This design comes from an exercise in tuning for small area, a short achievable clock period and few clock cycles per item on the open sky130 flow, not from production work. In this exercise RTL edits were held to simulation tests only and were not proved equivalent to the original. No activity file was given, so power comes from the tool's default toggle rates.

Design rs544_decoder, start of the top module:
module rs544_decoder (
    input  wire       clk,
    input  wire       rst,
    input  wire       in_valid,
    input  wire [9:0] in_sym,
    output wire       in_ready,
    output wire       err_valid,
    output wire [9:0] err_pos,
    output wire [9:0] err_val,
    output wire       done,
    output wire       done_uncorr,
    output wire       done_marked,
    output wire [4:0] done_nerr
);
For scale: ~1800 flip-flops, about 43 I/O pins, ~80000 um^2 of cells after synthesis.
Settings: LEC_CHECK=0, CAP_MARGIN=20, CORE_MARGIN=2, CORE_UTILIZATION=50, CTS_BUF_LIST=sky130_fd_sc_hd__clkbuf_16, CTS_CLUSTER_DIAMETER=80, CTS_CLUSTER_SIZE=25, PLACE_DENSITY=0.65, SLEW_MARGIN=20, SYNTH_MEMORY_MAX_BITS=16384; clock period 12.0 ns.
standard.sh (not shown) runs the stock make flow with config.mk's settings and CLKGATE_MAP_FILE= SYNTH_SCRIPT=/design/flow/synth_recipe.tcl, a recipe that flattens the netlist after the stock synthesis.
==> flow/flow/run.sh <==
#!/bin/bash
# Standard layout, with plain buffers (not delay cells) on the ports.
set -euo pipefail
export BUFFER_PORTS_ARGS="-buffer_cell sky130_fd_sc_hd__buf_4"
bash standard.sh > standard_flow.log 2>&1
Testbench counts at the start, summed over its fixed seeds: cycles 75,169, codewords 128.
Next try:
--- a/flow/design.v
+++ b/flow/design.v
@@ -225,35 +225,34 @@
     reg  [4:0] L;
     reg  [3:0] wk;
     reg        wv;
     reg        s0one;
     reg        s3_load;
     reg  [2:0] s3_ldc;         
     reg  [1:0] s3st;
-    reg        bm;             
-    reg        cond;           
-    reg        s2_last;        
+    wire       bm     = (s2st == S2_RUN) && (pr < 6'd30);
     reg        first;          
     reg        c0, c8;         
     reg  [15:0] oh;            
     reg         par;           
     wire [9:0] lam_h0 = first ? {9'd0, c0} : lr[0][9:0];
     wire [9:0] lam_h1 = first ? 10'd0      : lr[0][19:10];
     wire [9:0] b_h0   = first ? {9'd0, c0} : br[0][9:0];
     wire [9:0] b_h1   = first ? 10'd0      : br[0][19:10];
     wire [9:0] bp     = c0 ? 10'd0 : bprev;
+    wire       cond   = bm && (dlt != 10'd0) && ({L, 1'b0} <= pr);
     wire [9:0] lam_n0 = gf_mul(gam, lam_h0) ^ gf_mul(dlt, bp);
     wire [9:0] lam_n1 = gf_mul(gam, lam_h1) ^ gf_mul(dlt, b_h0);
     wire       wsel   = wv && (ph == {1'b0, wk[3:1]});
     wire       oclr   = (s2st == S2_RUN) && (pr == 6'd30);
     wire [9:0] b_n0   = bm ? (cond ? lam_h0 : bp)   : oclr ? 10'd0 : ((wsel && !wk[0]) ? w : b_h0);
     wire [9:0] b_n1   = bm ? (cond ? lam_h1 : b_h0) : oclr ? 10'd0 : ((wsel &&  wk[0]) ? w : b_h1);
     wire [4:0] l_fin  = cond ? 5'd30 - L : L;
-    wire [4:0] l_nxt  = cond ? pr[4:0] + 5'd1 - L : L;
-    wire       c_nxt  = (res != 10'd0) && ({l_nxt, 1'b0} <= pr + 6'd1);
+    wire       s2_last = (s2st == S2_RUN) &&
+                         ((pr == 6'd29 && (l_fin == 5'd0 || l_fin[4])) || (pr == {1'b0, L} + 6'd30));
     wire [9:0] p0     = gf_mul(lr[8][9:0], sa);
     wire [9:0] p1     = gf_mul(lr[8][19:10], sb);
     wire [9:0] res    = acc ^ p0 ^ p1;
     reg  [4:0] rr_n;
     always @(*) begin
         rr_n = rr;
         if (s2_cap[0]) rr_n = 5'd1;
@@ -284,38 +283,33 @@
         sb    <= sb_n;
         acc   <= c0 ? 10'd0 : res;
         rr <= rr_n;
         oh  <= c8 ? (16'd1 << rr_n[4:1]) : {1'b0, oh[15:1]};
         par <= c8 ? rr_n[0] : par;
         for (k = 0; k < 30; k = k + 1)
             if (s2_cap[k/8]) sy[k] <= syn[k];
-        s2_last <= (s2st == S2_RUN) &&
-                   ((pr == 6'd29 && (l_fin == 5'd0 || l_fin[4])) || (pr == {1'b0, L} + 6'd30));
         if (s2_cap[0]) begin
-            cond  <= (syn[0] != 10'd0);
             dlt   <= syn[0];
             s0one <= (syn[0] == 10'd1);
             gam   <= 10'd1;
             L     <= 5'd0;
             pr    <= 6'd0;
             wv    <= 1'b0;
         end else if (s2st == S2_RUN && c8) begin
             pr <= pr + 6'd1;
             if (pr < 6'd29) begin
                 if (cond) begin
                     gam <= dlt;
-                    L   <= l_nxt;
+                    L   <= pr[4:0] + 5'd1 - L;
                 end
-                dlt  <= res;
-                cond <= c_nxt;
+                dlt <= res;
             end else if (pr == 6'd29) begin
-                if (cond) L <= l_nxt;
-                gam  <= 10'd1;
-                dlt  <= 10'd0;
-                cond <= 1'b0;
+                if (cond) L <= 5'd30 - L;
+                gam <= 10'd1;
+                dlt <= 10'd0;
             end else begin
                 w   <= res;
                 wk  <= pr[3:0] - 4'd14;    
                 wv  <= 1'b1;
             end
         end
     end
@@ -330,30 +324,24 @@
     end
     always @(posedge clk) begin
         if (rst) begin
             ph    <= 4'd0;
             c0    <= 1'b1;
             c8    <= 1'b0;
             first <= 1'b0;
-            bm    <= 1'b0;
             s2st  <= S2_IDLE;
             s2_cap <= 4'h0;
             s3_load <= 1'b0;
             s3_ldc  <= 3'd0;
         end else begin
             ph <= c8 ? 4'd0 : ph + 4'd1;
             c0 <= c8;
             c8 <= (ph == 4'd7);
-            if ((s2st == S2_IDLE && s2_cap[0] && c8) || (s2st == S2_WAIT && c8)) begin
-                first <= 1'b1;
-                bm    <= 1'b1;
-            end else if (c8) begin
-                first <= 1'b0;
-                if (pr == 6'd29) bm <= 1'b0;
-            end
+            if ((s2st == S2_IDLE && s2_cap[0] && c8) || (s2st == S2_WAIT && c8)) first <= 1'b1;
+            else if (c8) first <= 1'b0;
             s3_load <= c8 && !s3_load && (s3st == S3_IDLE) &&
                        (s2st == S2_DONE || s2_last);
             for (k = 0; k < 3; k = k + 1)
                 s3_ldc[k] <= c8 && !s3_ldc[k] && (s3st == S3_IDLE) &&
                              (s2st == S2_DONE || s2_last);
             s2st   <= s2st_n;
             s2_cap <= s1_full_n & {4{s2st_n == S2_IDLE}};
- The changed run produced a clean layout
- cell area hardly moves
- maximum frequency is higher by 0.50%
- register-to-register slack got worse by 140 ps
- utilization is lower by 0.44 points
- setup slack improved by 18 ps
- worst hold slack improved by 14 ps
- non-clock buffer count is lower by 6
- sequential power is lower by 3.6%
- global-route usage is lower by 0.17 points
- first-iteration DRC count is higher by 4.8%
- final cell count is higher by 0.44%
- sequential share of layout area is lower by 0.13 points
- via count is lower by 0.41%
Testbench counts after the change, summed over its fixed seeds: cycles 75,169, codewords 128.

==> static timing again, ports no longer ideal <==
In the flow no input, the clock included, has a driving cell. The finished layouts below were timed again as built, in two steps.
Step 1, drivers: a clkbuf_16 drives clk and a buf_2 each remaining input, both assumed.
Step 2 moves the port delays by t, midway between the first and last clock arrival at a register: inputs arrive t later, outputs are due t later. That takes back most of the time a late clock gives input paths.
a / b / c = no drivers / after step 1 / after step 2; a / b = the first two.
| run | t (ns) | slack for setup (ns) | worst setup path at the end | worst slew at a driven data input, ns | cell pins on the clock port's net |
|---|---|---|---|---|---|
| the first run | 0.827 | 8.293 / 8.216 / 8.112 | input to register | 0.05 | 1 |
| the second run | 0.817 | 8.312 / 8.229 / 8.306 | input to register | 0.04 | 1 |
After both steps every run listed still meets setup and hold. The setup slack of the first run, which loses most, moves by -0.077 ns with the drivers and by -0.181 ns with both steps.
